This design comes from an exercise in tuning for small area, a short achievable clock period and few clock cycles per item on the open sky130 flow, not from production work. At most, simulation tests tie the RTL to the original design; equivalence was not proved. The RTL of run 3 was laid out without a check of its function.

### flow/flow/run.sh
#!/bin/bash
# The standard layout (standard.sh), with one change: the port buffers that
# global placement adds are sky130_fd_sc_hd__buf_1 instead of the delay buffer
# buffer_ports picks by itself.  The whole output goes to standard.log here.
set -euo pipefail
export BUFFER_PORTS_ARGS="-buffer_cell sky130_fd_sc_hd__buf_1"
bash standard.sh > standard.log 2>&1
### flow/standard.sh
#!/bin/bash
# synth_recipe.tcl (not shown) runs the flow's synth.tcl, then flattens the netlist and writes it again
# the make line also repeats each setting of config.mk as NAME=value (left out here)
make -C /OpenROAD-flow-scripts/flow DESIGN_CONFIG=/design/flow/config.mk WORK_HOME=/design/flow/orfs CLKGATE_MAP_FILE= SYNTH_SCRIPT=/design/flow/synth_recipe.tcl "${@:-finish}"
### flow/config.mk
export PLATFORM = sky130hd
export DESIGN_NAME = sx_tag_engine
export DESIGN_NICKNAME = sx_tag_engine
export VERILOG_FILES = /design/flow/design.v
export SDC_FILE = /design/flow/constraint.sdc
export NUM_CORES = 8
export LEC_CHECK = 0
export CAP_MARGIN = 20
export CELL_PAD_IN_SITES_DETAIL_PLACEMENT = 1
export CORE_MARGIN = 2
export CORE_UTILIZATION = 30
export CTS_CLUSTER_DIAMETER = 80
export CTS_CLUSTER_SIZE = 20
export PLACE_DENSITY = 0.5
export SETUP_SLACK_MARGIN = 2.5
export SLEW_MARGIN = 20
export SYNTH_HIERARCHICAL = 1
export SYNTH_MINIMUM_KEEP_SIZE = 0
### flow/constraint.sdc
create_clock -name core_clock -period 8.0 [get_ports {clk}]
set_input_delay 1.6000 -clock core_clock [delete_from_list [all_inputs] [get_ports {clk}]]
set_output_delay 1.6000 -clock core_clock [all_outputs]
set_load 0.01 [all_outputs]
### flow/design.v
module sb_xor  (input wire a, input wire b, output wire y); assign y = a ^ b;    endmodule
module sb_xnor (input wire a, input wire b, output wire y); assign y = ~(a ^ b); endmodule
module sb_nand (input wire a, input wire b, output wire y); assign y = ~(a & b); endmodule
module sb_nandb (input wire a, input wire b_n, output wire y); assign y = ~(a & ~b_n); endmodule
module sb_mux  (input wire s, input wire a0, input wire a1, output wire y); assign y = s ? a1 : a0; endmodule
module sb_f00001011 (input wire a, input wire b, input wire c, output wire y);
  wire [7:0] t = 8'b11010000;   
  assign y = t[{a, b, c}];
endmodule
module sb_f00010100 (input wire a, input wire b, input wire c, output wire y);
  wire [7:0] t = 8'b00101000;   
  assign y = t[{a, b, c}];
endmodule
module sb_f00110101 (input wire a, input wire b, input wire c, output wire y);
  wire [7:0] t = 8'b10101100;   
  assign y = t[{a, b, c}];
endmodule
module sb_f00110111 (input wire a, input wire b, input wire c, output wire y);
  wire [7:0] t = 8'b11101100;   
  assign y = t[{a, b, c}];
endmodule
module sb_f00111001 (input wire a, input wire b, input wire c, output wire y);
  wire [7:0] t = 8'b10011100;   
  assign y = t[{a, b, c}];
endmodule
module sb_f01000001 (input wire a, input wire b, input wire c, output wire y);
  wire [7:0] t = 8'b10000010;   
  assign y = t[{a, b, c}];
endmodule
module sb_f10101111 (input wire a, input wire b, input wire c, output wire y);
  wire [7:0] t = 8'b11110101;   
  assign y = t[{a, b, c}];
endmodule
module sb_f11011101 (input wire a, input wire b, input wire c, output wire y);
  wire [7:0] t = 8'b10111011;   
  assign y = t[{a, b, c}];
endmodule
module aes_sbox (
  input  wire [7:0] a,
  output wire [7:0] y
);
  wire U0 = a[7], U1 = a[6], U2 = a[5], U3 = a[4];
  wire U4 = a[3], U5 = a[2], U6 = a[1], U7 = a[0];
  wire T1, T2, T3, T4, T5, T6, T7, T8, T9, T10, T11, T12;
  wire T13, T14, T15, T16, T17, T18, T19, T20, T21, T22, T23, T24;
  wire T25, T26, T27, n_M1, n_M2, n_M4, n_M6, n_M7, n_M9, n_M11, n_M12, n_M14;
  wire M13, Q0, Q1, M20, Q2, Q3, Q8, M21, Q4, Q5, M22, Q6;
  wire Q7, Q9, M23, M37p, M37r, M37, M38p, M38r, M38, M39p, M39r, M39;
  wire M40p, M40r, M40, A0, A1, A2, A3, A4, A5, A6, A7, A8;
  wire A9, A10, A11, A12, A13, A14, A15, A16, A17, A18, A19, A20;
  wire A21, A22, A23, A24, A25, A26, A27, A28, A29, n_P0_37, n_P0_38, n_P0_39;
  wire n_P0_40, n_P1_37, n_P1_38, n_P1_39, n_P1_40, n_P2_37, n_P2_38, n_P2_39, n_P2_40, n_P3_37, n_P3_38, n_P3_39;
  wire n_P3_40, n_P4_37, n_P4_38, n_P4_39, n_P4_40, n_P5_37, n_P5_38, n_P5_39, n_P5_40, n_P6_37, n_P6_38, n_P6_39;
  wire n_P6_40, n_P7_37, n_P7_38, n_P7_39, n_P7_40, Z0, W0, Z1, W1, Z2, W2, Z3;
  wire W3, Z4, W4, Z5, W5, Z6, W6, Z7, W7;
  wire Y0, Y1, Y2, Y3, Y4, Y5, Y6, Y7;
  sb_xor g0 (.a(U0), .b(U3), .y(T1));
  sb_xor g1 (.a(U0), .b(U5), .y(T2));
  sb_xor g2 (.a(U0), .b(U6), .y(T3));
  sb_xor g3 (.a(U3), .b(U5), .y(T4));
  sb_xor g4 (.a(U4), .b(U6), .y(T5));
  sb_xor g5 (.a(T1), .b(T5), .y(T6));
  sb_xor g6 (.a(U1), .b(U2), .y(T7));
  sb_xor g7 (.a(U7), .b(T6), .y(T8));
  sb_xor g8 (.a(U7), .b(T7), .y(T9));
  sb_xor g9 (.a(T6), .b(T7), .y(T10));
  sb_xor g10 (.a(U1), .b(U5), .y(T11));
  sb_xor g11 (.a(U2), .b(U5), .y(T12));
  sb_xor g12 (.a(T3), .b(T4), .y(T13));
  sb_xor g13 (.a(T6), .b(T11), .y(T14));
  sb_xor g14 (.a(T5), .b(T11), .y(T15));
  sb_xor g15 (.a(T5), .b(T12), .y(T16));
  sb_xor g16 (.a(T9), .b(T16), .y(T17));
  sb_xor g17 (.a(U3), .b(U7), .y(T18));
  sb_xor g18 (.a(T7), .b(T18), .y(T19));
  sb_xor g19 (.a(T1), .b(T19), .y(T20));
  sb_xor g20 (.a(U6), .b(U7), .y(T21));
  sb_xor g21 (.a(T7), .b(T21), .y(T22));
  sb_xor g22 (.a(T2), .b(T22), .y(T23));
  sb_xor g23 (.a(T2), .b(T10), .y(T24));
  sb_xor g24 (.a(T20), .b(T17), .y(T25));
  sb_xor g25 (.a(T3), .b(T16), .y(T26));
  sb_xor g26 (.a(T1), .b(T12), .y(T27));
  sb_nand g27 (.a(T13), .b(T6), .y(n_M1));
  sb_nand g28 (.a(T23), .b(T8), .y(n_M2));
  sb_nand g29 (.a(T19), .b(U7), .y(n_M4));
  sb_nand g30 (.a(T3), .b(T16), .y(n_M6));
  sb_nand g31 (.a(T22), .b(T9), .y(n_M7));
  sb_nand g32 (.a(T20), .b(T17), .y(n_M9));
  sb_nand g33 (.a(T1), .b(T15), .y(n_M11));
  sb_nand g34 (.a(T4), .b(T27), .y(n_M12));
  sb_nand g35 (.a(T2), .b(T10), .y(n_M14));
  sb_xor g36 (.a(n_M12), .b(n_M11), .y(M13));
  sb_xnor g37 (.a(T14), .b(n_M1), .y(Q0));
  sb_xnor g38 (.a(n_M2), .b(M13), .y(Q1));
  sb_xor g39 (.a(Q0), .b(Q1), .y(M20));
  sb_xor g40 (.a(n_M4), .b(n_M1), .y(Q2));
  sb_xnor g41 (.a(Q2), .b(n_M14), .y(Q3));
  sb_xnor g42 (.a(n_M11), .b(T24), .y(Q8));
  sb_xor g43 (.a(Q3), .b(Q8), .y(M21));
  sb_xnor g44 (.a(T26), .b(n_M6), .y(Q4));
  sb_xnor g45 (.a(n_M7), .b(M13), .y(Q5));
  sb_xor g46 (.a(Q4), .b(Q5), .y(M22));
  sb_xor g47 (.a(n_M6), .b(n_M11), .y(Q6));
  sb_xor g48 (.a(Q6), .b(T25), .y(Q7));
  sb_xor g49 (.a(n_M9), .b(n_M14), .y(Q9));
  sb_xor g50 (.a(Q7), .b(Q9), .y(M23));
  sb_f00110111 g51 (.a(M20), .b(M21), .c(M22), .y(M37p));
  sb_f00001011 g52 (.a(M20), .b(M21), .c(M22), .y(M37r));
  sb_mux g53 (.s(M23), .a0(M37p), .a1(M37r), .y(M37));
  sb_f00111001 g54 (.a(M20), .b(M21), .c(M22), .y(M38p));
  sb_f00110101 g55 (.a(M20), .b(M21), .c(M22), .y(M38r));
  sb_mux g56 (.s(M23), .a0(M38p), .a1(M38r), .y(M38));
  sb_f00010100 g57 (.a(M20), .b(M21), .c(M22), .y(M39p));
  sb_f11011101 g58 (.a(M20), .b(M21), .c(M22), .y(M39r));
  sb_mux g59 (.s(M23), .a0(M39p), .a1(M39r), .y(M39));
  sb_f01000001 g60 (.a(M20), .b(M21), .c(M22), .y(M40p));
  sb_f10101111 g61 (.a(M20), .b(M21), .c(M22), .y(M40r));
  sb_mux g62 (.s(M23), .a0(M40p), .a1(M40r), .y(M40));
  sb_xor g63 (.a(T4), .b(T11), .y(A0));
  sb_xor g64 (.a(T14), .b(T24), .y(A1));
  sb_xor g65 (.a(T25), .b(A0), .y(A2));
  sb_xor g66 (.a(T8), .b(A0), .y(A3));
  sb_xor g67 (.a(U1), .b(T8), .y(A4));
  sb_xor g68 (.a(T26), .b(A3), .y(A5));
  sb_xor g69 (.a(T14), .b(T22), .y(A6));
  sb_xor g70 (.a(U4), .b(T23), .y(A7));
  sb_xor g71 (.a(T25), .b(A6), .y(A8));
  sb_xor g72 (.a(T9), .b(A3), .y(A9));
  sb_xor g73 (.a(A7), .b(A8), .y(A10));
  sb_xor g74 (.a(T19), .b(T21), .y(A11));
  sb_xor g75 (.a(T27), .b(A7), .y(A12));
  sb_xor g76 (.a(T21), .b(A5), .y(A13));
  sb_xor g77 (.a(T5), .b(A4), .y(A14));
  sb_xor g78 (.a(A5), .b(A6), .y(A15));
  sb_xor g79 (.a(T26), .b(A14), .y(A16));
  sb_xor g80 (.a(U1), .b(A5), .y(A17));
  sb_xor g81 (.a(T10), .b(A11), .y(A18));
  sb_xor g82 (.a(A7), .b(A9), .y(A19));
  sb_xor g83 (.a(T17), .b(A0), .y(A20));
  sb_xor g84 (.a(T4), .b(T9), .y(A21));
  sb_xor g85 (.a(A18), .b(A20), .y(A22));
  sb_xor g86 (.a(T13), .b(A11), .y(A23));
  sb_xor g87 (.a(A18), .b(A21), .y(A24));
  sb_xor g88 (.a(T15), .b(T24), .y(A25));
  sb_xor g89 (.a(T12), .b(A9), .y(A26));
  sb_xor g90 (.a(T23), .b(A6), .y(A27));
  sb_xor g91 (.a(U0), .b(A0), .y(A28));
  sb_xor g92 (.a(T11), .b(T26), .y(A29));
  sb_nand g93 (.a(M37), .b(A0), .y(n_P0_37));
  sb_nand g94 (.a(M38), .b(A7), .y(n_P0_38));
  sb_nand g95 (.a(M39), .b(A29), .y(n_P0_39));
  sb_nand g96 (.a(M40), .b(A14), .y(n_P0_40));
  sb_nand g97 (.a(M37), .b(T24), .y(n_P1_37));
  sb_nand g98 (.a(M38), .b(A1), .y(n_P1_38));
  sb_nand g99 (.a(M39), .b(A11), .y(n_P1_39));
  sb_nand g100 (.a(M40), .b(A28), .y(n_P1_40));
  sb_nand g101 (.a(M37), .b(A6), .y(n_P2_37));
  sb_nand g102 (.a(M38), .b(A10), .y(n_P2_38));
  sb_nand g103 (.a(M39), .b(A19), .y(n_P2_39));
  sb_nand g104 (.a(M40), .b(A23), .y(n_P2_40));
  sb_nand g105 (.a(M37), .b(A9), .y(n_P3_37));
  sb_nand g106 (.a(M38), .b(A12), .y(n_P3_38));
  sb_nand g107 (.a(M39), .b(A18), .y(n_P3_39));
  sb_nand g108 (.a(M40), .b(A13), .y(n_P3_40));
  sb_nand g109 (.a(M37), .b(A3), .y(n_P4_37));
  sb_nand g110 (.a(M38), .b(A21), .y(n_P4_38));
  sb_nand g111 (.a(M39), .b(A8), .y(n_P4_39));
  sb_nand g112 (.a(M40), .b(A2), .y(n_P4_40));
  sb_nand g113 (.a(M37), .b(A16), .y(n_P5_37));
  sb_nand g114 (.a(M38), .b(A22), .y(n_P5_38));
  sb_nand g115 (.a(M39), .b(A15), .y(n_P5_39));
  sb_nand g116 (.a(M40), .b(A17), .y(n_P5_40));
  sb_nand g117 (.a(M37), .b(A24), .y(n_P6_37));
  sb_nand g118 (.a(M38), .b(A15), .y(n_P6_38));
  sb_nand g119 (.a(M39), .b(A25), .y(n_P6_39));
  sb_nand g120 (.a(M40), .b(A27), .y(n_P6_40));
  sb_nand g121 (.a(M37), .b(A5), .y(n_P7_37));
  sb_nand g122 (.a(M38), .b(A4), .y(n_P7_38));
  sb_nand g123 (.a(M39), .b(A20), .y(n_P7_39));
  sb_nand g124 (.a(M40), .b(A26), .y(n_P7_40));
  sb_xor g125 (.a(n_P0_37), .b(n_P0_38), .y(Z0));
  sb_xor g126 (.a(n_P0_39), .b(n_P0_40), .y(W0));
  sb_xor g127 (.a(Z0), .b(W0), .y(Y0));
  sb_xor g128 (.a(n_P1_37), .b(n_P1_38), .y(Z1));
  sb_xor g129 (.a(n_P1_39), .b(n_P1_40), .y(W1));
  sb_xnor g130 (.a(Z1), .b(W1), .y(Y1));
  sb_xor g131 (.a(n_P2_37), .b(n_P2_38), .y(Z2));
  sb_xor g132 (.a(n_P2_39), .b(n_P2_40), .y(W2));
  sb_xnor g133 (.a(Z2), .b(W2), .y(Y2));
  sb_xor g134 (.a(n_P3_37), .b(n_P3_38), .y(Z3));
  sb_xor g135 (.a(n_P3_39), .b(n_P3_40), .y(W3));
  sb_xor g136 (.a(Z3), .b(W3), .y(Y3));
  sb_xor g137 (.a(n_P4_37), .b(n_P4_38), .y(Z4));
  sb_xor g138 (.a(n_P4_39), .b(n_P4_40), .y(W4));
  sb_xor g139 (.a(Z4), .b(W4), .y(Y4));
  sb_xor g140 (.a(n_P5_37), .b(n_P5_38), .y(Z5));
  sb_xor g141 (.a(n_P5_39), .b(n_P5_40), .y(W5));
  sb_xor g142 (.a(Z5), .b(W5), .y(Y5));
  sb_xor g143 (.a(n_P6_37), .b(n_P6_38), .y(Z6));
  sb_xor g144 (.a(n_P6_39), .b(n_P6_40), .y(W6));
  sb_xnor g145 (.a(Z6), .b(W6), .y(Y6));
  sb_xor g146 (.a(n_P7_37), .b(n_P7_38), .y(Z7));
  sb_xor g147 (.a(n_P7_39), .b(n_P7_40), .y(W7));
  sb_xnor g148 (.a(Z7), .b(W7), .y(Y7));
  assign y = {Y0, Y1, Y2, Y3, Y4, Y5, Y6, Y7};
endmodule
module aes_sbox_d (
  input  wire [7:0] a,
  output wire [7:0] y,
  output wire [7:0] y2
);
  wire U0 = a[7], U1 = a[6], U2 = a[5], U3 = a[4];
  wire U4 = a[3], U5 = a[2], U6 = a[1], U7 = a[0];
  wire T1, T2, T3, T4, T5, T6, T7, T8, T9, T10, T11, T12;
  wire T13, T14, T15, T16, T17, T18, T19, T20, T21, T22, T23, T24;
  wire T25, T26, T27, n_M1, n_M2, n_M4, n_M6, n_M7, n_M9, n_M11, n_M12, n_M14;
  wire M13, Q0, Q1, M20, Q2, Q3, Q8, M21, Q4, Q5, M22, Q6;
  wire Q7, Q9, M23, M37p, M37r, M37, M38p, M38r, M38, M39p, M39r, M39;
  wire M40p, M40r, M40, A0, A1, A2, A3, A4, A5, A6, A7, A8;
  wire A9, A10, A11, A12, A13, A14, A15, A16, A17, A18, A19, A20;
  wire A21, A22, A23, A24, A25, A26, A27, A28, A29, n_P0_37, n_P0_38, n_P0_39;
  wire n_P0_40, n_P1_37, n_P1_38, n_P1_39, n_P1_40, n_P2_37, n_P2_38, n_P2_39, n_P2_40, n_P3_37, n_P3_38, n_P3_39;
  wire n_P3_40, n_P4_37, n_P4_38, n_P4_39, n_P4_40, n_P5_37, n_P5_38, n_P5_39, n_P5_40, n_P6_37, n_P6_38, n_P6_39;
  wire n_P6_40, n_P7_37, n_P7_38, n_P7_39, n_P7_40, Z0, W0, Z1, W1, Z2, W2, Z3;
  wire W3, Z4, W4, Z5, W5, Z6, W6, Z7, W7;
  wire Y0, Y1, Y2, Y3, Y4, Y5, Y6, Y7;
  sb_xor g0 (.a(U0), .b(U3), .y(T1));
  sb_xor g1 (.a(U0), .b(U5), .y(T2));
  sb_xor g2 (.a(U0), .b(U6), .y(T3));
  sb_xor g3 (.a(U3), .b(U5), .y(T4));
  sb_xor g4 (.a(U4), .b(U6), .y(T5));
  sb_xor g5 (.a(T1), .b(T5), .y(T6));
  sb_xor g6 (.a(U1), .b(U2), .y(T7));
  sb_xor g7 (.a(U7), .b(T6), .y(T8));
  sb_xor g8 (.a(U7), .b(T7), .y(T9));
  sb_xor g9 (.a(T6), .b(T7), .y(T10));
  sb_xor g10 (.a(U1), .b(U5), .y(T11));
  sb_xor g11 (.a(U2), .b(U5), .y(T12));
  sb_xor g12 (.a(T3), .b(T4), .y(T13));
  sb_xor g13 (.a(T6), .b(T11), .y(T14));
  sb_xor g14 (.a(T5), .b(T11), .y(T15));
  sb_xor g15 (.a(T5), .b(T12), .y(T16));
  sb_xor g16 (.a(T9), .b(T16), .y(T17));
  sb_xor g17 (.a(U3), .b(U7), .y(T18));
  sb_xor g18 (.a(T7), .b(T18), .y(T19));
  sb_xor g19 (.a(T1), .b(T19), .y(T20));
  sb_xor g20 (.a(U6), .b(U7), .y(T21));
  sb_xor g21 (.a(T7), .b(T21), .y(T22));
  sb_xor g22 (.a(T2), .b(T22), .y(T23));
  sb_xor g23 (.a(T2), .b(T10), .y(T24));
  sb_xor g24 (.a(T20), .b(T17), .y(T25));
  sb_xor g25 (.a(T3), .b(T16), .y(T26));
  sb_xor g26 (.a(T1), .b(T12), .y(T27));
  sb_nand g27 (.a(T13), .b(T6), .y(n_M1));
  sb_nand g28 (.a(T23), .b(T8), .y(n_M2));
  sb_nand g29 (.a(T19), .b(U7), .y(n_M4));
  sb_nand g30 (.a(T3), .b(T16), .y(n_M6));
  sb_nand g31 (.a(T22), .b(T9), .y(n_M7));
  sb_nand g32 (.a(T20), .b(T17), .y(n_M9));
  sb_nand g33 (.a(T1), .b(T15), .y(n_M11));
  sb_nand g34 (.a(T4), .b(T27), .y(n_M12));
  sb_nand g35 (.a(T2), .b(T10), .y(n_M14));
  sb_xor g36 (.a(n_M12), .b(n_M11), .y(M13));
  sb_xnor g37 (.a(T14), .b(n_M1), .y(Q0));
  sb_xnor g38 (.a(n_M2), .b(M13), .y(Q1));
  sb_xor g39 (.a(Q0), .b(Q1), .y(M20));
  sb_xor g40 (.a(n_M4), .b(n_M1), .y(Q2));
  sb_xnor g41 (.a(Q2), .b(n_M14), .y(Q3));
  sb_xnor g42 (.a(n_M11), .b(T24), .y(Q8));
  sb_xor g43 (.a(Q3), .b(Q8), .y(M21));
  sb_xnor g44 (.a(T26), .b(n_M6), .y(Q4));
  sb_xnor g45 (.a(n_M7), .b(M13), .y(Q5));
  sb_xor g46 (.a(Q4), .b(Q5), .y(M22));
  sb_xor g47 (.a(n_M6), .b(n_M11), .y(Q6));
  sb_xor g48 (.a(Q6), .b(T25), .y(Q7));
  sb_xor g49 (.a(n_M9), .b(n_M14), .y(Q9));
  sb_xor g50 (.a(Q7), .b(Q9), .y(M23));
  sb_f00110111 g51 (.a(M20), .b(M21), .c(M22), .y(M37p));
  sb_f00001011 g52 (.a(M20), .b(M21), .c(M22), .y(M37r));
  sb_mux g53 (.s(M23), .a0(M37p), .a1(M37r), .y(M37));
  sb_f00111001 g54 (.a(M20), .b(M21), .c(M22), .y(M38p));
  sb_f00110101 g55 (.a(M20), .b(M21), .c(M22), .y(M38r));
  sb_mux g56 (.s(M23), .a0(M38p), .a1(M38r), .y(M38));
  sb_f00010100 g57 (.a(M20), .b(M21), .c(M22), .y(M39p));
  sb_f11011101 g58 (.a(M20), .b(M21), .c(M22), .y(M39r));
  sb_mux g59 (.s(M23), .a0(M39p), .a1(M39r), .y(M39));
  sb_f01000001 g60 (.a(M20), .b(M21), .c(M22), .y(M40p));
  sb_f10101111 g61 (.a(M20), .b(M21), .c(M22), .y(M40r));
  sb_mux g62 (.s(M23), .a0(M40p), .a1(M40r), .y(M40));
  sb_xor g63 (.a(T4), .b(T11), .y(A0));
  sb_xor g64 (.a(T14), .b(T24), .y(A1));
  sb_xor g65 (.a(T25), .b(A0), .y(A2));
  sb_xor g66 (.a(T8), .b(A0), .y(A3));
  sb_xor g67 (.a(U1), .b(T8), .y(A4));
  sb_xor g68 (.a(T26), .b(A3), .y(A5));
  sb_xor g69 (.a(T14), .b(T22), .y(A6));
  sb_xor g70 (.a(U4), .b(T23), .y(A7));
  sb_xor g71 (.a(T25), .b(A6), .y(A8));
  sb_xor g72 (.a(T9), .b(A3), .y(A9));
  sb_xor g73 (.a(A7), .b(A8), .y(A10));
  sb_xor g74 (.a(T19), .b(T21), .y(A11));
  sb_xor g75 (.a(T27), .b(A7), .y(A12));
  sb_xor g76 (.a(T21), .b(A5), .y(A13));
  sb_xor g77 (.a(T5), .b(A4), .y(A14));
  sb_xor g78 (.a(A5), .b(A6), .y(A15));
  sb_xor g79 (.a(T26), .b(A14), .y(A16));
  sb_xor g80 (.a(U1), .b(A5), .y(A17));
  sb_xor g81 (.a(T10), .b(A11), .y(A18));
  sb_xor g82 (.a(A7), .b(A9), .y(A19));
  sb_xor g83 (.a(T17), .b(A0), .y(A20));
  sb_xor g84 (.a(T4), .b(T9), .y(A21));
  sb_xor g85 (.a(A18), .b(A20), .y(A22));
  sb_xor g86 (.a(T13), .b(A11), .y(A23));
  sb_xor g87 (.a(A18), .b(A21), .y(A24));
  sb_xor g88 (.a(T15), .b(T24), .y(A25));
  sb_xor g89 (.a(T12), .b(A9), .y(A26));
  sb_xor g90 (.a(T23), .b(A6), .y(A27));
  sb_xor g91 (.a(U0), .b(A0), .y(A28));
  sb_xor g92 (.a(T11), .b(T26), .y(A29));
  sb_nand g93 (.a(M37), .b(A0), .y(n_P0_37));
  sb_nand g94 (.a(M38), .b(A7), .y(n_P0_38));
  sb_nand g95 (.a(M39), .b(A29), .y(n_P0_39));
  sb_nand g96 (.a(M40), .b(A14), .y(n_P0_40));
  sb_nand g97 (.a(M37), .b(T24), .y(n_P1_37));
  sb_nand g98 (.a(M38), .b(A1), .y(n_P1_38));
  sb_nand g99 (.a(M39), .b(A11), .y(n_P1_39));
  sb_nand g100 (.a(M40), .b(A28), .y(n_P1_40));
  sb_nand g101 (.a(M37), .b(A6), .y(n_P2_37));
  sb_nand g102 (.a(M38), .b(A10), .y(n_P2_38));
  sb_nand g103 (.a(M39), .b(A19), .y(n_P2_39));
  sb_nand g104 (.a(M40), .b(A23), .y(n_P2_40));
  sb_nand g105 (.a(M37), .b(A9), .y(n_P3_37));
  sb_nand g106 (.a(M38), .b(A12), .y(n_P3_38));
  sb_nand g107 (.a(M39), .b(A18), .y(n_P3_39));
  sb_nand g108 (.a(M40), .b(A13), .y(n_P3_40));
  sb_nand g109 (.a(M37), .b(A3), .y(n_P4_37));
  sb_nand g110 (.a(M38), .b(A21), .y(n_P4_38));
  sb_nand g111 (.a(M39), .b(A8), .y(n_P4_39));
  sb_nand g112 (.a(M40), .b(A2), .y(n_P4_40));
  sb_nand g113 (.a(M37), .b(A16), .y(n_P5_37));
  sb_nand g114 (.a(M38), .b(A22), .y(n_P5_38));
  sb_nand g115 (.a(M39), .b(A15), .y(n_P5_39));
  sb_nand g116 (.a(M40), .b(A17), .y(n_P5_40));
  sb_nand g117 (.a(M37), .b(A24), .y(n_P6_37));
  sb_nand g118 (.a(M38), .b(A15), .y(n_P6_38));
  sb_nand g119 (.a(M39), .b(A25), .y(n_P6_39));
  sb_nand g120 (.a(M40), .b(A27), .y(n_P6_40));
  sb_nand g121 (.a(M37), .b(A5), .y(n_P7_37));
  sb_nand g122 (.a(M38), .b(A4), .y(n_P7_38));
  sb_nand g123 (.a(M39), .b(A20), .y(n_P7_39));
  sb_nand g124 (.a(M40), .b(A26), .y(n_P7_40));
  sb_xor g125 (.a(n_P0_37), .b(n_P0_38), .y(Z0));
  sb_xor g126 (.a(n_P0_39), .b(n_P0_40), .y(W0));
  sb_xor g127 (.a(Z0), .b(W0), .y(Y0));
  sb_xor g128 (.a(n_P1_37), .b(n_P1_38), .y(Z1));
  sb_xor g129 (.a(n_P1_39), .b(n_P1_40), .y(W1));
  sb_xnor g130 (.a(Z1), .b(W1), .y(Y1));
  sb_xor g131 (.a(n_P2_37), .b(n_P2_38), .y(Z2));
  sb_xor g132 (.a(n_P2_39), .b(n_P2_40), .y(W2));
  sb_xnor g133 (.a(Z2), .b(W2), .y(Y2));
  sb_xor g134 (.a(n_P3_37), .b(n_P3_38), .y(Z3));
  sb_xor g135 (.a(n_P3_39), .b(n_P3_40), .y(W3));
  sb_xor g136 (.a(Z3), .b(W3), .y(Y3));
  sb_xor g137 (.a(n_P4_37), .b(n_P4_38), .y(Z4));
  sb_xor g138 (.a(n_P4_39), .b(n_P4_40), .y(W4));
  sb_xor g139 (.a(Z4), .b(W4), .y(Y4));
  sb_xor g140 (.a(n_P5_37), .b(n_P5_38), .y(Z5));
  sb_xor g141 (.a(n_P5_39), .b(n_P5_40), .y(W5));
  sb_xor g142 (.a(Z5), .b(W5), .y(Y5));
  sb_xor g143 (.a(n_P6_37), .b(n_P6_38), .y(Z6));
  sb_xor g144 (.a(n_P6_39), .b(n_P6_40), .y(W6));
  sb_xnor g145 (.a(Z6), .b(W6), .y(Y6));
  sb_xor g146 (.a(n_P7_37), .b(n_P7_38), .y(Z7));
  sb_xor g147 (.a(n_P7_39), .b(n_P7_40), .y(W7));
  sb_xnor g148 (.a(Z7), .b(W7), .y(Y7));
  assign y = {Y0, Y1, Y2, Y3, Y4, Y5, Y6, Y7};
  wire R0, R1, R2, R3, R4, R5, R6, R7;
  sb_xor d127 (.a(Z0), .b(W0), .y(R0));
  sb_xnor d130 (.a(Z1), .b(W1), .y(R1));
  sb_xnor d133 (.a(Z2), .b(W2), .y(R2));
  sb_xor d136 (.a(Z3), .b(W3), .y(R3));
  sb_xor d139 (.a(Z4), .b(W4), .y(R4));
  sb_xor d142 (.a(Z5), .b(W5), .y(R5));
  sb_xnor d145 (.a(Z6), .b(W6), .y(R6));
  sb_xnor d148 (.a(Z7), .b(W7), .y(R7));
  assign y2 = {R0, R1, R2, R3, R4, R5, R6, R7};
endmodule
module aes_round (
  input  wire [127:0] st,
  input  wire [127:0] rk,
  input  wire [7:0]   rcon,
  output wire [127:0] sr,
  output wire [127:0] mc,
  output wire [127:0] next_rk,
  output wire [127:0] kp,        
  output wire [31:0]  ksw        
);
  genvar i, j;
  wire [31:0] w0 = rk[127:96];
  wire [31:0] w1 = rk[95:64];
  wire [31:0] w2 = rk[63:32];
  wire [31:0] w3 = rk[31:0];
  wire [31:0] sw;                        
  aes_sbox ks0 (.a(w3[23:16]), .y(sw[31:24]));
  aes_sbox ks1 (.a(w3[15:8]),  .y(sw[23:16]));
  aes_sbox ks2 (.a(w3[7:0]),   .y(sw[15:8]));
  aes_sbox ks3 (.a(w3[31:24]), .y(sw[7:0]));
  wire [31:0] p0  = w0 ^ {rcon, 24'h0};
  wire [31:0] p1  = p0 ^ w1;
  wire [31:0] p2  = p0 ^ (w1 ^ w2);
  wire [31:0] p3  = (p0 ^ w1) ^ (w2 ^ w3);
  assign kp = {p0, p1, p2, p3};
  assign ksw = sw;
  generate
    for (i = 0; i < 128; i = i + 1) begin : g_ks
      sb_xor xk (.a(kp[i]), .b(sw[i % 32]), .y(next_rk[i]));
    end
  endgenerate
  wire [7:0]   sb [0:15];
  wire [7:0]   sb2 [0:15];
  wire [127:0] srm;
  generate
    for (i = 0; i < 16; i = i + 1) begin : g_sub
      aes_sbox_d sbx (.a(st[127 - 8*i -: 8]), .y(sb[i]), .y2(sb2[i]));
      assign srm[127 - 8*i -: 8] = sb[(i % 4) + 4 * (((i / 4) + (i % 4)) % 4)];
      assign sr[127 - 8*i -: 8]  = sb2[(i % 4) + 4 * (((i / 4) + (i % 4)) % 4)];
    end
  endgenerate
  genvar k, b;
  generate
    for (i = 0; i < 4; i = i + 1) begin : g_mix
      wire [31:0] a = srm[127 - 32*i -: 32];
      wire [31:0] d;                           
      wire [31:0] t;                           
      wire [31:0] x;                           
      wire [31:0] o;                           
      for (k = 0; k < 4; k = k + 1) begin : g_byte
        for (b = 0; b < 8; b = b + 1) begin : g_bit
          sb_xor xd (.a(a[8*(3-k) + b]), .b(a[8*(3-(k+1)%4) + b]), .y(d[8*(3-k) + b]));
          sb_xor xt (.a(a[8*(3-(k+1)%4) + b]), .b(d[8*(3-(k+2)%4) + b]), .y(t[8*(3-k) + b]));
          if (b == 0) begin : g_x0
            assign x[8*(3-k)] = d[8*(3-k) + 7];
          end else if (b == 1 || b == 3 || b == 4) begin : g_xr
            sb_xor xr (.a(d[8*(3-k) + b - 1]), .b(d[8*(3-k) + 7]), .y(x[8*(3-k) + b]));
          end else begin : g_xs
            assign x[8*(3-k) + b] = d[8*(3-k) + b - 1];
          end
          sb_xor xo (.a(x[8*(3-k) + b]), .b(t[8*(3-k) + b]), .y(o[8*(3-k) + b]));
        end
      end
      assign mc[127 - 32*i -: 32] = o;
    end
  endgenerate
endmodule
module kx_sel (
  input  wire [127:0] k,
  input  wire [127:0] v,
  input  wire         s0,      
  input  wire         s1,      
  input  wire         s2,      
  output wire [127:0] y_n
);
  wire [127:0] d1 = {v[126:0], 1'b0} ^ (v[127] ? 128'h87 : 128'h0);
  wire [127:0] d2 = {d1[126:0], 1'b0} ^ (d1[127] ? 128'h87 : 128'h0);
  assign y_n = ~(({128{s0}} & k) | ({128{s1}} & d1) | ({128{s2}} & d2));
endmodule
module st_next (
  input  wire         g,
  input  wire [127:0] m,
  input  wire [127:0] b_n,
  input  wire         r,
  input  wire [127:0] s,
  input  wire [127:0] e,
  output wire [127:0] y
);
  wire [127:0] a, j, h, nm;
  genvar i;
  generate
    for (i = 0; i < 128; i = i + 1) begin : g_bit
      sb_nand ga (.a(r), .b(s[i]), .y(a[i]));           
      sb_xnor xj (.a(a[i]), .b(e[i]), .y(j[i]));        
      sb_xnor xh (.a(b_n[i]), .b(j[i]), .y(h[i]));      
      sb_nand gm (.a(g), .b(m[i]), .y(nm[i]));          
      sb_xnor xy (.a(nm[i]), .b(h[i]), .y(y[i]));       
    end
  endgenerate
endmodule
module is_zero16 (
  input  wire [15:0] a,
  output wire        z
);
  assign z = ~|a;
endmodule
module sx_tag_engine (
  input  wire         clk,
  input  wire         rst,         
  input  wire         start,
  output wire         ready,
  input  wire [127:0] key,
  input  wire [63:0]  uid,
  input  wire [15:0]  acmd,
  input  wire [31:0]  acnt,
  input  wire [15:0]  alen,
  input  wire [63:0]  atag,
  input  wire         in_valid,
  output wire         in_ready,
  input  wire [15:0]  in_data,
  output reg          done,
  output wire [63:0]  tag,
  output wire         match
);
  localparam [1:0] P_IDLE = 2'd0,    
                   P_MSG  = 2'd1,    
                   P_L    = 2'd2,    
                   P_FIN  = 2'd3;    
  reg  [1:0]   ph;
  reg  [127:0] st;         
  reg  [127:0] rk;         
  reg  [127:0] blk;        
  reg  [3:0]   rnd;        
  reg          last;       
  reg  [14:0]  wrem;       
  reg          wodd;       
  reg          wz;         
  reg  [2:0]   wpos;       
  reg          bfull;      
  reg  [7:0] rcon;
  always @(*) begin
    case (rnd)
      4'd1:    rcon = 8'h01;
      4'd2:    rcon = 8'h02;
      4'd3:    rcon = 8'h04;
      4'd4:    rcon = 8'h08;
      4'd5:    rcon = 8'h10;
      4'd6:    rcon = 8'h20;
      4'd7:    rcon = 8'h40;
      4'd8:    rcon = 8'h80;
      4'd9:    rcon = 8'h1b;
      default: rcon = 8'h36;
    endcase
  end
  wire [127:0] sr, mc, nrk, kp;
  wire [31:0]  ksw;
  aes_round u_round (.st(st), .rk(rk), .rcon(rcon), .sr(sr), .mc(mc), .next_rk(nrk),
                     .kp(kp), .ksw(ksw));
  wire [127:0] hdr  = {uid, acmd, acnt, alen};
  wire         full = (alen[3:0] == 4'd0);   
  wire [127:0] mask = full ? {128{1'b1}} : ~({128{1'b1}} >> (8 * alen[3:0]));
  wire [127:0] pad  = full ? 128'd0 : ({8'h80, 120'd0} >> (8 * alen[3:0]));
  wire   idle     = (ph == P_IDLE);
  wire   go       = idle && start;
  wire   alen0;
  is_zero16 u_alen0 (.a(alen), .z(alen0));
  assign ready    = idle;
  assign in_ready = !idle && !wz && !bfull;
  wire   take     = in_valid && in_ready;
  wire   adv      = !idle && (!last || ph != P_MSG || bfull);
  wire   lastmsg  = last && ph == P_MSG;
  wire   wone     = (wrem == 15'd1 && !wodd) || (wrem == 15'd0 && wodd);
  reg  [1:0]  ph_n;
  reg  [3:0]  rnd_n;
  reg         last_n, bfull_n, wz_n, done_n, wodd_n;
  reg  [2:0]  wpos_n;
  reg  [14:0] wrem_n;
  always @(*) begin
    ph_n = ph; rnd_n = rnd; last_n = last; bfull_n = bfull; wz_n = wz;
    wpos_n = wpos; wrem_n = wrem; wodd_n = wodd; done_n = 1'b0;
    if (go) begin
      rnd_n   = 4'd1;
      last_n  = 1'b0;
      wrem_n  = alen[15:1];
      wodd_n  = alen[0];
      wz_n    = alen0;
      wpos_n  = 3'd0;
      bfull_n = 1'b0;
      ph_n    = alen0 ? P_L : P_MSG;
    end else if (adv) begin
      rnd_n  = last ? 4'd1 : rnd + 4'd1;
      last_n = (rnd == 4'd9);
      if (last) begin
        case (ph)
          P_MSG: begin
            bfull_n = 1'b0;
            if (wz) ph_n = P_L;
          end
          P_L:   ph_n = P_FIN;
          default: begin              
            done_n = 1'b1;
            ph_n   = P_IDLE;
          end
        endcase
      end
    end
    if (take) begin
      wpos_n = wpos + 3'd1;
      if (wrem != 15'd0) wrem_n = wrem - 15'd1;
      else               wodd_n = 1'b0;
      wz_n   = wone;
      if (wpos == 3'd7 || wone) bfull_n = 1'b1;
    end
    if (rst) begin
      ph_n   = P_IDLE;
      done_n = 1'b0;
    end
  end
  wire   idle_n   = (ph_n == P_IDLE);
  wire   adv_n    = !idle_n && (!last_n || ph_n != P_MSG || bfull_n);
  wire   lmsg_n   = adv_n && last_n && ph_n == P_MSG;
  wire   ll_n     = adv_n && last_n && ph_n == P_L;
  reg    use_mc, use_rn, use_s0, use_k1, use_k2, use_kr, use_b, use_hr, hold,
         ld_key, to_l;
  always @(posedge clk) begin
    use_mc <= adv_n && !last_n;
    use_rn <= adv_n && last_n && (ph_n == P_FIN || (ph_n == P_MSG && !wz_n));
    use_s0 <= adv_n && (!last_n || ph_n == P_FIN || (ph_n == P_MSG && !wz_n));
    use_k1 <= ll_n && full;
    use_k2 <= ll_n && !full;
    use_kr <= lmsg_n || ll_n;
    use_b  <= (lmsg_n && !wz_n) || (ll_n && !alen0);
    use_hr <= ll_n && alen0;
    hold   <= !idle_n && !adv_n;
    ld_key <= adv_n && last_n;
    to_l   <= lmsg_n && wz_n;
  end
  wire   use_k    = go || use_kr;
  wire   use_h    = (go && !alen0) || use_hr;
  wire [127:0] kx_n, st_d;
  wire [127:0] blk_x;
  kx_sel u_kx (.k(nrk), .v(blk_x), .s0(use_s0), .s1(use_k1), .s2(use_k2), .y_n(kx_n));
  wire [127:0] early = ({128{use_k}} & key)
                     ^ (({128{use_b}} & blk) | ({128{use_h}} & hdr) | ({128{hold}} & st));
  st_next u_next (.g(use_mc), .m(mc), .b_n(kx_n), .r(use_rn), .s(sr), .e(early), .y(st_d));
  assign tag = st[127:64];
  reg  [7:0] mpart;
  assign match = &mpart;
  wire [127:0] blk_e = ph[1] ? 128'd0 : ((blk & mask) ^ pad);
  wire [127:0] bx1;
  genvar i;
  generate
    for (i = 0; i < 128; i = i + 1) begin : g_bx
      sb_xor xb1 (.a(sr[i]), .b(blk_e[i]), .y(bx1[i]));
      sb_xor xb2 (.a(bx1[i]), .b(nrk[i]), .y(blk_x[i]));
    end
  endgenerate
  always @(posedge clk) begin
    ph    <= ph_n;
    done  <= done_n;
    rnd   <= rnd_n;
    last  <= last_n;
    bfull <= bfull_n;
    wz    <= wz_n;
    wpos  <= wpos_n;
    wrem  <= wrem_n;
    wodd  <= wodd_n;
  end
  integer n;
  always @(posedge clk) begin
    st <= st_d;
    rk <= ({128{go || ld_key}} & key) | ({128{use_mc}} & nrk) | ({128{hold}} & rk);
    if (take)
      blk[127 - 16*wpos -: 16] <= {in_data[7:0], in_data[15:8]};
    else if (to_l)
      blk <= blk_x;
    for (n = 0; n < 8; n = n + 1)
      mpart[n] <= (blk_x[64 + 8*n +: 8] == atag[8*n +: 8]);
  end
endmodule
==> impl_summary.txt, run 1 <==
----------------------------------------------------
[Timing]
  Final setup violation count ... 0
  Total count of max-transition violations in the final report ... 0
  Maximum clock frequency ... 182 MHz
  Share of the clock period used by the worst path after layout ... 68.7%
  Crit path time final ... 5.49 ns
  Worst-margin pin slew ... 1.31 ns
  Crit path setup slack, layout ... 2.51 ns
  Max-slew headroom at the worst pin ... 12.1%
  Skew final ... 0.0459 ns
  Setup repair after global routing missed its margin ... true
  Fin. Hold Viols ... 0
  Final sum of negative setup slack ... 0 ns

[Floorplan]
  Width of the die ... 462 um
  Initial core utilization ... approximately 30%
  Area of the placeable core ... 209000 um2
  Die outline area ... 213000 um2
  Die Ht ... about 460 um
  I/O pin count ... 408
  Number of placement rows ... 168

[Routing]
  Post-route DRC violation count ... 0
  Via count ... 57000
  Total Wirelength ... around 320000 um
  Violation count after the first detailed-routing iteration ... 7695
  Count of TritonRoute iterations in the first routing pass ... 10
  Average wire per cell in the routed design ... 30.8 um
  Per-cell via count in the routed design ... ~5.4
  Number of nets still failing antenna checks after routing ... 0

[Final layout]
  Area delta synth->final ... 16.4%
  Area of all sequential standard cells ... slightly above 10000 um2
  Final #Nets ... 7975
  Area taken by multi-input logic gates ... 53600 um2
  Post-layout instance area ... 73200 um2
  Filler instances ... 24500
  Share of layout cells above drive strength 1 ... between 15 and 20%

[Worst hold path]
  Hold path start ... rk[78]
  Worst Hold Endpoint ... rk[78]
  Type of the worst min-delay path ... flop to flop
  Number of cells on the worst hold path ... 2

[Critical path]
  CP Capture Type ... flop
  Critical path startpoint category ... flop
  Maximum fanout along the worst path ... 8
  Origin of the critical flop-to-flop path ... st[42]
  Arrival time at the worst endpoint ... 6.03 ns
  Minimum setup slack among reg-to-reg paths ... 2.51 ns
  Length in cells of the worst reg-to-reg path ... 17
  RR Endpoint ... st[126]
  Startpoint-to-endpoint class of the critical path ... flop to flop
  Required @ worst endpoint ... 8.54 ns

[Clocking]
  Max clock buf depth ... 3
  CTS tree ... done
  Root Buffer Master ... sky130_fd_sc_hd__clkbuf_16
  Number of sinks driven by the clock tree ... between 400 and 500
  CTS HTree Levels ... 2
  Worst-skew pair later-pin latency ... 0.68 ns
  Clock-pin transition on the worst setup and hold timing paths ... ~0.08 ns
  Num CTS Buffers ... 42

[GRT]
  Largest net degree at the start of global routing ... 131
  Global router's overall resource usage ... around 29%
  GRT Residual Overflow ... 0
  Vias in the first global route ... ~57000
  Global-route wire length before repair ... 443000 um
  Number of antenna violations at the first check in global routing ... 25

[Synthesis]
  Yosys warning count ... 8
  Post-synthesis instance total ... 7520
  Synthesized Nets ... 7875
  Per-instance average area after synthesis ... 8.36 um2
  Netlist area before placement ... 62900 um2

[Placed design]
  Placed instance area ... 65400 um2
  Placer congestion estimate ... 1.01
  Post-detailed-placement half-perimeter wirelength ... 250000 um
  Number of port buffers ... 407
  Worst setup timing slack at the placement stage ... 1.24 ns

[Job]
  Count of maximum capacitance violations ... 0

[Run status]
  Status ... complete, no violations

----------------------------------------------------
[worst max path at each step]
stage	cells after the start	start	end
detailed placement	17	rk[15]	st[89]
floorplan	20	rk[17]	st[2]
finish	17	st[42]	st[126]
global placement	17	rk[15]	st[89]
CTS	17	rk[15]	st[81]
global route	20	st[7]	st[100]
[cells in the final DEF (no fill, tap or decap), types with 128 or more instances in the layout]
cell type and instances:
sky130_fd_sc_hd__xor2_1 2224, sky130_fd_sc_hd__nand2_1 1250, sky130_fd_sc_hd__xnor2_1 764, sky130_fd_sc_hd__xor2_2 491
sky130_fd_sc_hd__buf_1 406, sky130_fd_sc_hd__a222oi_1 384, sky130_fd_sc_hd__nor2_1 308, sky130_fd_sc_hd__dfxtp_1 214
sky130_fd_sc_hd__buf_4 203, sky130_fd_sc_hd__inv_1 191, sky130_fd_sc_hd__and2_1 136, sky130_fd_sc_hd__edfxtp_1 131
sky130_fd_sc_hd__a221oi_1 128
[what timing repair did]
action | in CTS | in global routing
resized for setup | 400 | 322
pin swaps | 38 | 47
hold buffers | 0 | 0
setup buffers | 33 | 77
setup endpoints to repair | 284 | 159
[final cells by class]
cell class	instances	area share [%]
multi-input cells	6309	73.2
clock buffers	54	1.63
flip-flops and latches	440	14.0
well taps	2805	4.80
clock inverters	24	0.404
inverters	191	0.980
repair buffers	636	4.86
diodes	22	0.0752
[registers in the layout, summed over array words and instances, names as in the netlist, 2 cells and up]
register / count
blk: 128
mpart: 8
ph: 2
rcon: 8
rk: 128
rnd: 4
st: 128
wpos: 3
wrem: 15
[per-layer routing]
layer  track usage (%)  routed length [um]  up-vias
met5                 0                  79        -
met4              23.3               30500       12
met3              5.38               27400      765
met2              43.8              140000     2993
met1              36.0              125000    29000
li1                  -                   -    24200
[per-stage QoR]
step	hold WS, ns	utilization (%)	std cells
floorplan	0.443	-	7520
global placement	0.471	31.3	10300
CTS	0.513	33.6	10400
detailed placement	0.493	31.3	10300
global route	0.559	35.0	10500
finish	0.515	35.0	10500
[worst max-delay path, stage by stage, from the launching register on]
cell	delay [ns]
sky130_fd_sc_hd__dfxtp_1	0.57
sky130_fd_sc_hd__xor2_2	0.43
sky130_fd_sc_hd__xor2_1	0.35
sky130_fd_sc_hd__nand2_1	0.22
sky130_fd_sc_hd__xor2_1	0.32
sky130_fd_sc_hd__xnor2_1	0.18
sky130_fd_sc_hd__xor2_1	0.49
sky130_fd_sc_hd__nand2b_4	0.25
sky130_fd_sc_hd__xnor2_2	0.05
sky130_fd_sc_hd__mux2_4	0.34
sky130_fd_sc_hd__nand2_1	0.11
sky130_fd_sc_hd__xor2_1	0.18
sky130_fd_sc_hd__xnor2_1	0.82
sky130_fd_sc_hd__xor2_1	0.32
sky130_fd_sc_hd__xor2_1	0.21
sky130_fd_sc_hd__xor2_1	0.21
sky130_fd_sc_hd__nand2_1	0.13
sky130_fd_sc_hd__xnor2_1	0.18
Testbench counts, summed over its fixed seeds: cycles 13,264, items 256.
==> run 2, diff against run 1 <==
--- a/flow/config.mk
+++ b/flow/config.mk
@@ -8,10 +8,8 @@
 export CAP_MARGIN = 20
 export CELL_PAD_IN_SITES_DETAIL_PLACEMENT = 1
 export CORE_MARGIN = 2
-export CORE_UTILIZATION = 30
-export CTS_CLUSTER_DIAMETER = 80
-export CTS_CLUSTER_SIZE = 20
-export PLACE_DENSITY = 0.5
+export CORE_UTILIZATION = 25
+export PLACE_DENSITY = 0.45
 export SETUP_SLACK_MARGIN = 2.5
 export SLEW_MARGIN = 20
 export SYNTH_HIERARCHICAL = 1
==> run 2 against run 1 <==
Against the previous run:
- design area rose by 2.5%
- area after synthesis unchanged
- global-route usage down 3.8 points
- setup slack improved by 0.013 ns
- still clean on timing, DRC and antenna
- wire length up 4.4%
- via count is 0.84% lower
- first-iteration DRC count decreased by 7.5%
- register-to-register slack hardly changed
- cell count rose by 5.8%
- critical path depth down 1
- highest routed layer unchanged
- die area rose by 20%
==> impl_summary.txt, run 2 <==
----------------------------------------------------
[Run status]
  Status ... complete, no violations

[Critical path]
  Length in cells of the worst reg-to-reg path ... 16
  Maximum fanout along the worst path ... 8
  Arrival time at the worst endpoint ... 6.07 ns
  Critical path startpoint category ... flop
  Startpoint-to-endpoint class of the critical path ... flop to flop
  CP Capture Type ... flop
  Required @ worst endpoint ... 8.59 ns

[GRT]
  Number of antenna violations at the first check in global routing ... 36
  Global-route wire length before repair ... 461000 um
  Largest net degree at the start of global routing ... 128
  Vias in the first global route ... 57600
  Global router's overall resource usage ... between 20 and 30%
  GRT Residual Overflow ... 0

[Floorplan]
  I/O pin count ... 408
  Number of placement rows ... 184
  Die outline area ... 255000 um2
  Area of the placeable core ... 251000 um2
  Width of the die ... 505 um
  Initial core utilization ... 25.1%
  Die Ht ... 505 um

[Synthesis]
  Synthesized Nets ... 7875
  Netlist area before placement ... 62900 um2
  Per-instance average area after synthesis ... 8.36 um2
  Yosys warning count ... 8
  Post-synthesis instance total ... 7520

[Timing]
  Maximum clock frequency ... between 150 and 200 MHz
  Setup repair after global routing missed its margin ... true
  Crit path time final ... roughly 5.5 ns
  Final setup violation count ... 0
  Final sum of negative setup slack ... 0 ns
  Fin. Hold Viols ... 0
  Worst-margin pin slew ... 1.32 ns
  Total count of max-transition violations in the final report ... 0
  Share of the clock period used by the worst path after layout ... 68.5%
  Skew final ... 0.0275 ns
  Max-slew headroom at the worst pin ... roughly an eighth

[Routing]
  Count of TritonRoute iterations in the first routing pass ... 10
  Average wire per cell in the routed design ... 30.4 um
  Per-cell via count in the routed design ... slightly above 5
  Violation count after the first detailed-routing iteration ... approximately 7000
  Via count ... 56500
  Number of nets still failing antenna checks after routing ... 0
  Total Wirelength ... 337000 um
  Post-route DRC violation count ... 0

[Clocking]
  CTS tree ... done
  CTS HTree Levels ... 2
  Worst-skew pair later-pin latency ... 0.73 ns
  Root Buffer Master ... sky130_fd_sc_hd__clkbuf_16
  Num CTS Buffers ... 61
  Clock-pin transition on the worst setup and hold timing paths ... approximately 0.070 ns
  Max clock buf depth ... 3
  Number of sinks driven by the clock tree ... 440

[Job]
  Count of maximum capacitance violations ... 0

[Worst hold path]
  Type of the worst min-delay path ... flop to flop
  Number of cells on the worst hold path ... 1

[Placed design]
  Placed instance area ... between 60000 and 70000 um2
  Placer congestion estimate ... 0.992
  Number of port buffers ... 407
  Post-detailed-placement half-perimeter wirelength ... 265000 um

[Final layout]
  Final #Nets ... 8012
  Share of the core filled with cells ... 29.9%
  Area of all sequential standard cells ... around 10000 um2
  Area taken by multi-input logic gates ... 53900 um2
  Filler instances ... 29300
  Area delta synth->final ... 19.3%
  Most common cell after layout, fill and taps aside ... sky130_fd_sc_hd__xor2_1
  Post-layout instance area ... 75000 um2
  Largest registers ... blk (128), rk (128), st (128)
  Share of layout cells above drive strength 1 ... 16.2%
  Most frequent cells in the layout ... sky130_fd_sc_hd__xor2_1 (2188), sky130_fd_sc_hd__nand2_1 (1250), sky130_fd_sc_hd__xnor2_1 (762)

----------------------------------------------------
run 2: cell types whose count changed in the layout (fill, tap and decap cells not counted), sizes merged:
cell and delta:
clkbuf +33, buf +18, clkinv +7, diode +5
inv -5, bufinv +4, clkinvlp -1
run 2: layout make-up:
cell class | count | share of cell area (%)
Multi-Input combinational cell | 6309 | 71.9
Sequential cell | 440 | 13.7
Clock buffer | 87 | 2.34
Inverter | 191 | 0.956
Tap cell | 3348 | 5.59
Timing Repair Buffer | 654 | 4.94
Clock inverter | 29 | 0.479
Antenna cell | 27 | 0.0901
run 2: path summary, 6_finish.rpt:
path / startpoint / to / slack (ns)
hold reg to reg: wrem[14] / wrem[14] / 0.50
setup / recovery: st[76] / st[11] / 2.52
hold / removal: wrem[14] / wrem[14] / 0.50
setup reg to reg: st[76] / st[11] / 2.52
run 2: per-stage QoR:
stage | worst slack (ns) | cells | hold WS, ns
after floorplan | 2.74 | 7520 | 0.443
after global placement | 1.34 | 10800 | 0.468
after detailed placement | 1.34 | 10800 | 0.466
after CTS | 2.47 | 11000 | 0.483
after global routing | 2.46 | 11100 | 0.503
final | 2.52 | 11100 | 0.500
run 2: critical path, stage by stage (launching register included):
cell and delay (ns):
sky130_fd_sc_hd__dfxtp_1 0.52, sky130_fd_sc_hd__buf_4 0.36, sky130_fd_sc_hd__xor2_1 0.20, sky130_fd_sc_hd__xor2_1 0.36
sky130_fd_sc_hd__xor2_1 0.32, sky130_fd_sc_hd__xor2_1 0.38, sky130_fd_sc_hd__xor2_1 0.26, sky130_fd_sc_hd__xor2_2 0.34
sky130_fd_sc_hd__mux2_4 0.40, sky130_fd_sc_hd__nand2_1 0.11, sky130_fd_sc_hd__xor2_1 0.32, sky130_fd_sc_hd__xor2_2 0.37
sky130_fd_sc_hd__xor2_1 0.29, sky130_fd_sc_hd__xor2_1 0.21, sky130_fd_sc_hd__xor2_1 0.31, sky130_fd_sc_hd__nand2_1 0.16
sky130_fd_sc_hd__xnor2_1 0.41
run 2: timing repair:
action,in CTS,in global routing
buffers inserted,52,73
pin swaps,45,49
hold buffers,0,0
endpoints found under the hold margin,0,0
setup endpoints to repair,317,155
resized for setup,443,316
run 2: routing by layer:
metal,global-route usage [%],routed length [um],share of wire [%],up-vias
met2,38.7,149000,44,2690
met4,19.3,28500,8.5,22
li1,-,-,-,24300
met3,4.63,24900,7.4,667
met5,0,126,0.037,-
met1,31.0,134000,40,28800
==> run 3, diff against run 2 <==
--- a/flow/design.v
+++ b/flow/design.v
@@ -454,7 +454,6 @@
   endgenerate
 endmodule
 module kx_sel (
-  input  wire [127:0] k,
   input  wire [127:0] v,
   input  wire         s0,      
   input  wire         s1,      
@@ -463,26 +462,22 @@
 );
   wire [127:0] d1 = {v[126:0], 1'b0} ^ (v[127] ? 128'h87 : 128'h0);
   wire [127:0] d2 = {d1[126:0], 1'b0} ^ (d1[127] ? 128'h87 : 128'h0);
-  assign y_n = ~(({128{s0}} & k) | ({128{s1}} & d1) | ({128{s2}} & d2));
+  assign y_n = ~(({128{s0}} & v) | ({128{s1}} & d1) | ({128{s2}} & d2));
 endmodule
 module st_next (
   input  wire         g,
   input  wire [127:0] m,
-  input  wire [127:0] b_n,
-  input  wire         r,
-  input  wire [127:0] s,
-  input  wire [127:0] e,
+  input  wire [127:0] r_n,
+  input  wire [127:0] q,
   output wire [127:0] y
 );
-  wire [127:0] a, j, h, nm;
+  wire [127:0] f, nm;
   genvar i;
   generate
     for (i = 0; i < 128; i = i + 1) begin : g_bit
-      sb_nand ga (.a(r), .b(s[i]), .y(a[i]));           
-      sb_xnor xj (.a(a[i]), .b(e[i]), .y(j[i]));        
-      sb_xnor xh (.a(b_n[i]), .b(j[i]), .y(h[i]));      
-      sb_nand gm (.a(g), .b(m[i]), .y(nm[i]));          
-      sb_xnor xy (.a(nm[i]), .b(h[i]), .y(y[i]));       
+      sb_xnor xf (.a(r_n[i]), .b(q[i]), .y(f[i]));
+      sb_nand gm (.a(g), .b(m[i]), .y(nm[i]));
+      sb_xnor xy (.a(nm[i]), .b(f[i]), .y(y[i]));
     end
   endgenerate
 endmodule
@@ -625,17 +620,18 @@
   end
   wire   use_k    = go || use_kr;
   wire   use_h    = (go && !alen0) || use_hr;
-  wire [127:0] kx_n, st_d;
-  wire [127:0] blk_x;
-  kx_sel u_kx (.k(nrk), .v(blk_x), .s0(use_s0), .s1(use_k1), .s2(use_k2), .y_n(kx_n));
+  wire [127:0] rk_term_n, sr_term_n, st_d;
+  kx_sel u_kr (.v(nrk), .s0(use_s0), .s1(use_k1), .s2(use_k2), .y_n(rk_term_n));
+  kx_sel u_ks (.v(sr),  .s0(use_rn),           .s1(use_k1), .s2(use_k2), .y_n(sr_term_n));
   wire [127:0] early = ({128{use_k}} & key)
                      ^ (({128{use_b}} & blk) | ({128{use_h}} & hdr) | ({128{hold}} & st));
-  st_next u_next (.g(use_mc), .m(mc), .b_n(kx_n), .r(use_rn), .s(sr), .e(early), .y(st_d));
+  wire [127:0] q = ~sr_term_n ^ early;
+  st_next u_next (.g(use_mc), .m(mc), .r_n(rk_term_n), .q(q), .y(st_d));
   assign tag = st[127:64];
   reg  [7:0] mpart;
   assign match = &mpart;
   wire [127:0] blk_e = ph[1] ? 128'd0 : ((blk & mask) ^ pad);
-  wire [127:0] bx1;
+  wire [127:0] bx1, blk_x;
   genvar i;
   generate
     for (i = 0; i < 128; i = i + 1) begin : g_bx
--- a/flow/config.mk
+++ b/flow/config.mk
@@ -8,8 +8,8 @@
 export CAP_MARGIN = 20
 export CELL_PAD_IN_SITES_DETAIL_PLACEMENT = 1
 export CORE_MARGIN = 2
-export CORE_UTILIZATION = 25
-export PLACE_DENSITY = 0.45
+export CORE_UTILIZATION = 30
+export PLACE_DENSITY = 0.5
 export SETUP_SLACK_MARGIN = 2.5
 export SLEW_MARGIN = 20
 export SYNTH_HIERARCHICAL = 1
==> run 3 against run 2 <==
Against the previous run:
- wire length barely moved
- via count is 4.9% higher
- clock skew grew 0.019 ns
- clock-buffer cell count up 5
- synthesized cell count rose by 0.60%
- design area shrank 0.81%
- worst hold slack is essentially flat
- cell count decreased by 5.2%
- first-iteration DRC count up 32%
- highest routed layer unchanged
==> impl_summary.txt, run 3 <==
----------------------------------------------------
[GRT]
  Largest net degree at the start of global routing ... 155
  Global-route wire length before repair ... about 460000 um
  Number of antenna violations at the first check in global routing ... 35
  Met3 Usage GRT ... under 10%
  Busiest metal layer after global routing ... met2
  Global router's overall resource usage ... 29.6%
  Vias in the first global route ... just under 60000
  GRT Residual Overflow ... 0
  Met2 routing resource usage after global routing ... 43.1%
  Met1 routing resource usage after global routing ... around two fifths

[Critical path]
  Slowest-stage cell, CP ... sky130_fd_sc_hd__dfxtp_1
  CP Capture Type ... flop
  Worst setup startpoint ... st[93]
  Arrival time at the worst endpoint ... 6.08 ns
  Required @ worst endpoint ... 8.59 ns
  Cell breakdown of the critical path ... xor2_1 -> xor2_1 -> xor2_2 -> xor2_2 -> xor2_1 -> xor2_2 -> mux2_4 -> nand2_1 -> xor2_1 -> xor2_2 -> xor2_1 -> xor2_1 -> xor2_1 -> nand2_1 -> xnor2_1
  Origin of the critical flop-to-flop path ... st[93]
  Maximum fanout along the worst path ... 8
  Critical path startpoint category ... flop
  Cell family contributing the most delay on the critical path ... XOR/XNOR gates
  Slowest Stage Delay on Critical Path ... around 0.62 ns
  Startpoint-to-endpoint class of the critical path ... flop to flop
  Buffer and inverter count on the worst path ... 0
  Crit path top cell by count ... sky130_fd_sc_hd__xor2_1

[Floorplan]
  Initial core utilization ... a little under a third
  Width of the die ... 465 um
  Area of the placeable core ... roughly 210000 um2
  Die Ht ... 465 um
  I/O pin count ... slightly above 400
  Die outline area ... between 200000 and 250000 um2
  Number of placement rows ... 169

[Timing]
  Total count of max-transition violations in the final report ... 0
  Skew final ... 0.0461 ns
  Fin. Hold Viols ... 0
  Final setup violation count ... 0
  Worst-margin pin slew ... 1.29 ns
  Crit path setup slack, layout ... 2.50 ns
  Max-slew headroom at the worst pin ... around 14%
  Setup repair after global routing missed its margin ... true
  Crit path time final ... approximately 5.5 ns
  Maximum clock frequency ... 182 MHz
  Share of the clock period used by the worst path after layout ... around 69%
  Final sum of negative setup slack ... 0 ns

[Synthesis]
  Yosys warning count ... 8
  Per-instance average area after synthesis ... 8.44 um2
  Post-synthesis instance total ... 7565
  Netlist area before placement ... 63900 um2
  Synthesized Nets ... 7920

[Routing]
  Number of nets still failing antenna checks after routing ... 0
  Average wire per cell in the routed design ... 32.0 um
  Via count ... 59300
  Count of TritonRoute iterations in the first routing pass ... 13
  Total Wirelength ... between 300000 and 400000 um
  Per-cell via count in the routed design ... 5.64
  Post-route DRC violation count ... 0
  Violation count after the first detailed-routing iteration ... 9423

[Final layout]
  Area taken by multi-input logic gates ... 54300 um2
  Most frequent cells in the layout ... sky130_fd_sc_hd__xor2_1 (2257), sky130_fd_sc_hd__nand2_1 (1114), sky130_fd_sc_hd__xnor2_1 (771)
  Most common cell after layout, fill and taps aside ... sky130_fd_sc_hd__xor2_1
  Largest registers ... blk (128), rk (128), st (128)
  Area delta synth->final ... 16.4%
  Final #Nets ... around 8000
  Share of layout cells above drive strength 1 ... 14.9%
  Filler instances ... about 25000
  Area of all sequential standard cells ... 10300 um2

[Run status]
  Status ... complete, no violations

[Job]
  Count of maximum capacitance violations ... 0

[Clocking]
  Max clock buf depth ... 3
  Clock-pin transition on the worst setup and hold timing paths ... 0.06 ns
  CTS tree ... done
  CTS HTree Levels ... 2
  Root Buffer Master ... sky130_fd_sc_hd__clkbuf_16
  Number of sinks driven by the clock tree ... 440
  Num CTS Buffers ... 61
  Worst-skew pair later-pin latency ... about 0.75 ns

[Worst hold path]
  Type of the worst min-delay path ... flop to flop
  Hold path start ... wrem[13]

[Placed design]
  Worst setup timing slack at the placement stage ... ~1.4 ns
  Placer congestion estimate ... 1.06
  Number of port buffers ... roughly 410
  Post-detailed-placement half-perimeter wirelength ... 260000 um

----------------------------------------------------
-- run 3: path summary, 6_finish.rpt --
check | end | slack, ns | cells past startpoint
setup / recovery | st[83] | 2.50 | 15
setup reg to reg | st[83] | 2.50 | 15
hold reg to reg | wrem[13] | 0.50 | 1
hold / removal | wrem[13] | 0.50 | 1
-- run 3: what timing repair did --
action | in CTS | in global routing
setup buffers | 34 | 70
gates resized for setup | 403 | 293
cloned | 0 | 0
hold buffers | 0 | 0
pin swaps | 42 | 44
endpoints found under the setup margin | 330 | 211
-- run 3: metal layers --
layer  routed length, um  vias up
li1                    -    24800
met4               23700       20
met1              135000    30000
met5                 115        -
met2              141000     3734
met3               37300      748
-- run 3: cell type report --
type / count / share of cell area [%]
clock buffer: 92 / 2.60
timing repair buffer: 610 / 4.48
multi-input combinational: 6308 / 73.0
inverter: 191 / 0.964
antenna: 28 / 0.0942
clock inverter: 24 / 0.326
sequential: 440 / 13.8
tap: 2821 / 4.75
-- run 3: through the flow --
stage / hold WS (ns) / utilization (%) / cell area (um2) / std cells
4_1_cts: 0.500 / 33.8 / 71500 / 10400
5_1_grt: 0.522 / 35.1 / 74300 / 10500
3_5_place_dp: 0.489 / 31.2 / 66200 / 10300
3_3_place_gp: 0.472 / 31.2 / 66100 / 10300
6_report: 0.500 / 35.1 / 74400 / 10500
2_1_floorplan: 0.450 / - / 63900 / 7565

==> separate check: timing with driven ports <==
The results above use ideal ports. As a check the final layouts listed here were re-extracted and re-timed, cells and wires unchanged.
Step 1: set_driving_cell puts a clkbuf_16 on clk and a buf_2 on each other input, an assumption about the parent block.
Step 2 also shifts input and output timing later by t, the mid clock arrival at the registers, as if the neighbouring blocks saw the same clock.
Three values: no drivers, after step 1, after step 2; two values: the first two.
run | shift t [ns] | slack for setup (ns) | hold WS [ns] | worst data-port slew with drivers (ns) | cell pins on the clock port's net
run 1 | 0.739 | 2.506 / 2.506 / 2.246 | 0.515 / 0.515 / 0.515 | 0.25 | 1
run 2 | 0.799 | 2.519 / 2.519 / 2.174 | 0.500 / 0.500 / 0.500 | 0.30 | 1
run 3 | 0.807 | 2.505 / 2.505 / 2.505 | 0.500 / 0.500 / 0.500 | 0.28 | 1
After both steps setup and hold are still met in every run listed. The setup slack of run 2, which loses most, moves by 0.000 ns with the drivers and by -0.345 ns with both steps.
